This is an optimization exercise on Yosys and OpenROAD, whose aim is small area, a short achievable clock period and few clock cycles per item, not a production implementation.
At most, simulation tests tie the RTL to the original design; equivalence was not proved.

== the previous run ==
Design lp_div, start of the top module:
module lp_div (
    input  wire        clk,
    input  wire        rst,         
    input  wire        start,       
    input  wire        signed_op,   
    input  wire [31:0] dividend,    
    input  wire [31:0] divisor,     
    output wire        in_ready,
    output reg         done,
    output reg  [31:0] quotient,
    output reg  [31:0] remainder,
    output reg         dz,          
    output reg         ov           
);
clock: 5.0 ns
lec_check: 0
abc_area: 1
cap_margin: 20
core_margin: 2
core_utilization: 55
setup_slack_margin: 2.0
slew_margin: 20
tns_end_percent: 0
standard.sh (not shown) runs the stock make flow with config.mk's settings and CLKGATE_MAP_FILE= SYNTH_SCRIPT=/design/flow/synth_recipe.tcl, a recipe that flattens the netlist after the stock synthesis.
==> flow/flow/run.sh <==
#!/bin/bash
# The standard layout flow, unchanged except that the port buffers
# are the library's smallest plain buffer instead of a delay buffer.
# Every input and output port still gets its own buffer.
set -euo pipefail
export BUFFER_PORTS_ARGS="-buffer_cell sky130_fd_sc_hd__buf_1"
bash standard.sh > standard.log 2>&1
#### Input delta (the current run over the previous run)
==> flow/run.sh (new file) <==
#!/bin/bash
# synth_recipe.tcl (not shown) runs the flow's synth.tcl, then flattens the netlist and writes it again
# the make line also repeats each setting of config.mk as NAME=value (left out here)
make -C /OpenROAD-flow-scripts/flow DESIGN_CONFIG=/design/flow/config.mk WORK_HOME=/design/flow/orfs CLKGATE_MAP_FILE= SYNTH_SCRIPT=/design/flow/synth_recipe.tcl finish
removed: flow/flow/run.sh
removed: flow/standard.sh
[summary]
- The current run: done, clean on timing, DRC and antenna
- Largest driver fanout on the critical path: the current run vs the previous run down 2
- Across both runs, slack of the critical path was higher for the current run than for the previous run.
- In the current run the final period utilization turned out 0.49 points lower than in the previous run.
- On global-route wire length before repair, the current run tracks the previous run almost exactly.
No functional check of the RTL was part of any run of this note.


## build 17
Another version of the RTL of lp_div (not shown whole).
Size: roughly 2700 cells after synthesis, ~140 I/O pins.
// lp_div
module lp_div (
    input  wire        clk,
    input  wire        rst,         
    input  wire        start,       
    input  wire        signed_op,   
    input  wire [31:0] dividend,    
    input  wire [31:0] divisor,     
    output wire        in_ready,
    output reg         done,
    output reg  [31:0] quotient,
    output reg  [31:0] remainder,
    output reg         dz,          
    output reg         ov           
);
==> flow/config.mk <==
export PLATFORM = sky130hd
export DESIGN_NAME = lp_div
export DESIGN_NICKNAME = lp_div
export VERILOG_FILES = /design/flow/design.v
export SDC_FILE = /design/flow/constraint.sdc
export NUM_CORES = 4
export LEC_CHECK = 0
export ABC_AREA = 1
export CAP_MARGIN = 20
export CORE_MARGIN = 2
export CORE_UTILIZATION = 55
export SETUP_SLACK_MARGIN = 3.0
export SLEW_MARGIN = 20
export TNS_END_PERCENT = 0
==> flow/constraint.sdc <==
create_clock -name core_clock -period 5.0 [get_ports {clk}]
set_input_delay 1.0000 -clock core_clock [delete_from_list [all_inputs] [get_ports {clk}]]
set_output_delay 1.0000 -clock core_clock [all_outputs]
set_load 0.01 [all_outputs]
==> flow/flow/run.sh <==
#!/bin/bash
# The standard layout flow, unchanged except that the port buffers
# are the library's smallest plain buffer instead of a delay buffer.
# Every input and output port still gets its own buffer.
set -euo pipefail
export BUFFER_PORTS_ARGS="-buffer_cell sky130_fd_sc_hd__buf_2"
bash standard.sh > standard.log 2>&1
Testbench counts of build 17, summed over its fixed seeds: cycles 11,027, divs 3,200.
Here is what was changed in the inputs of build 95 compared with build 17.
- SETUP_SLACK_MARGIN: 3.0 -> 2.0
- TNS_END_PERCENT: 0 -> 20
--- outcome ---
Build 95 vs. build 17: final worst setup slack now sits lower; wire length of the first global-routing pass now sits lower; share of the clock period used by the worst path after layout now sits higher.
Build 95 vs build 17 — post-route minimum period rose 65 ps.
met4 as the uppermost layer routed was reported by build 95, and met5 by build 17.
Layout overhead on the synthesized area, build 95 and build 17: larger value in build 95
The following lists how build 63 was set up differently from build 95:
- a change of TNS_END_PERCENT from 20 to 0
- a change of SETUP_SLACK_MARGIN from 2.0 to 2.3
### Flow results
The worst setup path endpoint comes out b_rem[10]$_DFF_P_ in one run and b_d[23]$_DFF_P_ in the other, namely in build 95 and build 63 respectively. Diff build 95 -> build 63: average wire length per cell after detail routing flat. From build 95 to build 63 the numbers moved as follows: minimum clock period now sits lower; total detailed-routing wirelength now sits lower. The total instance count after detailed placement of build 95 and that of build 63 are within noise of each other. Per the comparison of build 63 with build 95, global-route usage climbed 0.60 points; final design area excluding fillers dropped about 2.6%.
> inputs changed (build 63 -> build 64)
- changing SETUP_SLACK_MARGIN from 2.3 to 2.0
==> flow/run.sh (new file) <==
#!/bin/bash
# synth_recipe.tcl (not shown) runs the flow's synth.tcl, then flattens the netlist and writes it again
# the make line also repeats each setting of config.mk as NAME=value (left out here)
make -C /OpenROAD-flow-scripts/flow DESIGN_CONFIG=/design/flow/config.mk WORK_HOME=/design/flow/orfs CLKGATE_MAP_FILE= SYNTH_SCRIPT=/design/flow/synth_recipe.tcl finish
removed: flow/flow/run.sh
removed: flow/standard.sh
## What came out
Build 64 -> build 63: number of synthesized flops with an enable pin delta 0, exact match. In the tables for build 63 and build 64, final worst hold slack reads higher with build 64. The via count of build 64 exceeds that of build 63 by 296. Summary of the comparison: sequential fraction of total cell area is lower in build 64, relative to build 63. The final reports for build 64 and build 63 show length of routed wiring on met1 higher in the former. Diff build 63 and build 64: clock period minus worst slack lower in build 63. Total length of routed wires: build 64 > build 63.


## try-raven
lp_div again, from the RTL that the note above started with.
clock: 5.0 ns
lec_check: 0
abc_area: 1
cap_margin: 20
core_margin: 2
core_utilization: 55
setup_slack_margin: 2.6
slew_margin: 20
tns_end_percent: 0
==> flow/flow/run.sh <==
#!/bin/bash
# The standard layout flow, unchanged except that the port buffers
# are the library's smallest plain buffer instead of a delay buffer.
# Every input and output port still gets its own buffer.
set -euo pipefail
export BUFFER_PORTS_ARGS="-buffer_cell sky130_fd_sc_hd__buf_2"
bash standard.sh > standard.log 2>&1
try-raven finished end to end and its layout was clean on timing, DRC and antenna.
Testbench counts of try-raven, summed over its fixed seeds: cycles 11,027, divs 3,200.
Input changes introduced in try-yarrow (baseline for comparison: try-raven):
- swapping 2.6 for 2.0 in SETUP_SLACK_MARGIN
--- a/flow/flow/run.sh
+++ b/flow/flow/run.sh
@@ -5,3 +5,3 @@
 set -euo pipefail
-export BUFFER_PORTS_ARGS="-buffer_cell sky130_fd_sc_hd__buf_2"
+export BUFFER_PORTS_ARGS="-buffer_cell sky130_fd_sc_hd__buf_1"
 bash standard.sh > standard.log 2>&1
==> notes.md <==
No stage failed in try-yarrow, and the final checks on the layout all came back clean. Going from try-raven to try-yarrow, data arrival time of the critical path went up 0.08 ns, count of buffers not belonging to the clock network in the layout moved down. Delta (try-yarrow minus try-raven): setup slack after layout now sits lower; post-synthesis mux area share now sits at about the same level.
Here is what was changed in the inputs of try-delta compared with try-yarrow.
- SETUP_SLACK_MARGIN now 1.7, was 2.0
--- a/flow/flow/run.sh
+++ b/flow/flow/run.sh
@@ -5,3 +5,3 @@
 set -euo pipefail
-export BUFFER_PORTS_ARGS="-buffer_cell sky130_fd_sc_hd__buf_1"
+export BUFFER_PORTS_ARGS="-buffer_cell sky130_fd_sc_hd__buf_2"
 bash standard.sh > standard.log 2>&1
Findings:
- Every stage of the flow completed for try-delta, and the final layout passed the timing, design-rule and antenna checks.
- Comparing total met3 wirelength after detailed routing for try-yarrow and try-delta, the smaller number came from try-yarrow.
- Delta(area of all placed cells without fillers, try-delta - try-yarrow) > 0
- [try-delta vs try-yarrow] fraction of area in multi-input gates: lower in try-delta
- try-delta ended up with a lower area of the multi-input gates than try-yarrow did.
- [diff] global-route wire length before repair, try-delta relative to try-yarrow: regression
- Of try-yarrow and try-delta, the run reporting the lower wire length the detailed router placed on met1 was try-delta.
- The final reports for try-delta and try-yarrow show setup slack of the critical path after layout lower in the former.
- Placement-stage worst setup slack was higher in the run labelled try-delta.
- Final critical path time including I/O delays and setup, try-yarrow and try-delta, higher one = try-delta.


lp_div again, from the RTL that the note above started with.
==> flow/design.v (excerpt) <==
module lp_div (
    input  wire        clk,
    input  wire        rst,         
    input  wire        start,       
    input  wire        signed_op,   
    input  wire [31:0] dividend,    
    input  wire [31:0] divisor,     
    output wire        in_ready,
    output reg         done,
    output reg  [31:0] quotient,
    output reg  [31:0] remainder,
    output reg         dz,          
    output reg         ov           
);
==> flow/config.mk <==
export PLATFORM = sky130hd
export DESIGN_NAME = lp_div
export DESIGN_NICKNAME = lp_div
export VERILOG_FILES = /design/flow/design.v
export SDC_FILE = /design/flow/constraint.sdc
export NUM_CORES = 4
export LEC_CHECK = 0
export ABC_AREA = 1
export CAP_MARGIN = 20
export CORE_MARGIN = 2
export CORE_UTILIZATION = 55
export SETUP_SLACK_MARGIN = 2.0
export SLEW_MARGIN = 20
export TNS_END_PERCENT = 0
==> flow/constraint.sdc <==
create_clock -name core_clock -period 5.0 [get_ports {clk}]
set_input_delay 1.0000 -clock core_clock [delete_from_list [all_inputs] [get_ports {clk}]]
set_output_delay 1.0000 -clock core_clock [all_outputs]
set_load 0.01 [all_outputs]
==> flow/flow/run.sh <==
#!/bin/bash
# Standard layout flow, run whole; keeps its log here.
bash standard.sh > standard.log 2>&1
The first run finished clean.
Testbench counts at the start, summed over its fixed seeds: cycles 11,027, divs 3,200.
==> next run, changes <==
==> flow/flow/run.sh (replaced) <==
#!/bin/bash
# The standard layout flow, unchanged except that the port buffers
# are the library's smallest plain buffer instead of a delay buffer.
# Every input and output port still gets its own buffer.
set -euo pipefail
export BUFFER_PORTS_ARGS="-buffer_cell sky130_fd_sc_hd__buf_2"
bash standard.sh > standard.log 2>&1
Register-to-register slack gains 0.02 ns.
Sequential share of layout area rose by 1.3 points.
Die area is unchanged.
Sequential cell count is unchanged.

## static timing again, ports no longer ideal
Ports are ideal in the flow. The routed layouts listed here were re-timed in OpenROAD.
Step 1 assumes that a clkbuf_16 drives the clock port and a buf_2 every other input.
Step 2 adds t to the input delays and takes it off the output delays; t is the mean of the earliest and latest rising clock arrival at the registers after step 1. Input paths then give back, and output paths get back, about the clock's delay inside the block.
Slacks: ideal / step 1 / step 2; pairs: ideal / step 1.
run	shift t [ns]	setup WS [ns]	hold WS [ns]	latest minus earliest clock arrival (ns)
the previous run	0.615	1.870 / 1.870 / 1.547	0.335 / 0.335 / 0.335	0.018 / 0.019
the current run	0.606	1.895 / 1.895 / 1.387	0.331 / 0.331 / 0.331	0.030 / 0.030
build 17	0.593	2.063 / 2.063 / 1.544	0.328 / 0.328 / 0.328	0.017 / 0.018
build 95	0.601	1.999 / 1.999 / 1.461	0.331 / 0.331 / 0.331	0.021 / 0.021
build 63	0.593	2.063 / 2.063 / 1.544	0.328 / 0.328 / 0.328	0.017 / 0.018
build 64	0.585	1.958 / 1.940 / 1.476	0.341 / 0.341 / 0.341	0.023 / 0.024
try-raven	0.593	2.063 / 2.063 / 1.544	0.328 / 0.328 / 0.328	0.017 / 0.018
try-yarrow	0.601	1.938 / 1.938 / 1.399	0.331 / 0.331 / 0.331	0.033 / 0.033
try-delta	0.595	1.791 / 1.791 / 1.341	0.334 / 0.334 / 0.334	0.015 / 0.015
the first run of note 4	0.585	1.958 / 1.940 / 1.476	0.341 / 0.341 / 0.341	0.023 / 0.024
the second run of note 4	0.593	1.974 / 1.974 / 1.499	0.328 / 0.328 / 0.328	0.019 / 0.020
After both steps every run listed still meets setup and hold. For try-yarrow, which loses most, drivers alone change the setup slack by 0.000 ns; drivers and shift together by -0.539 ns.
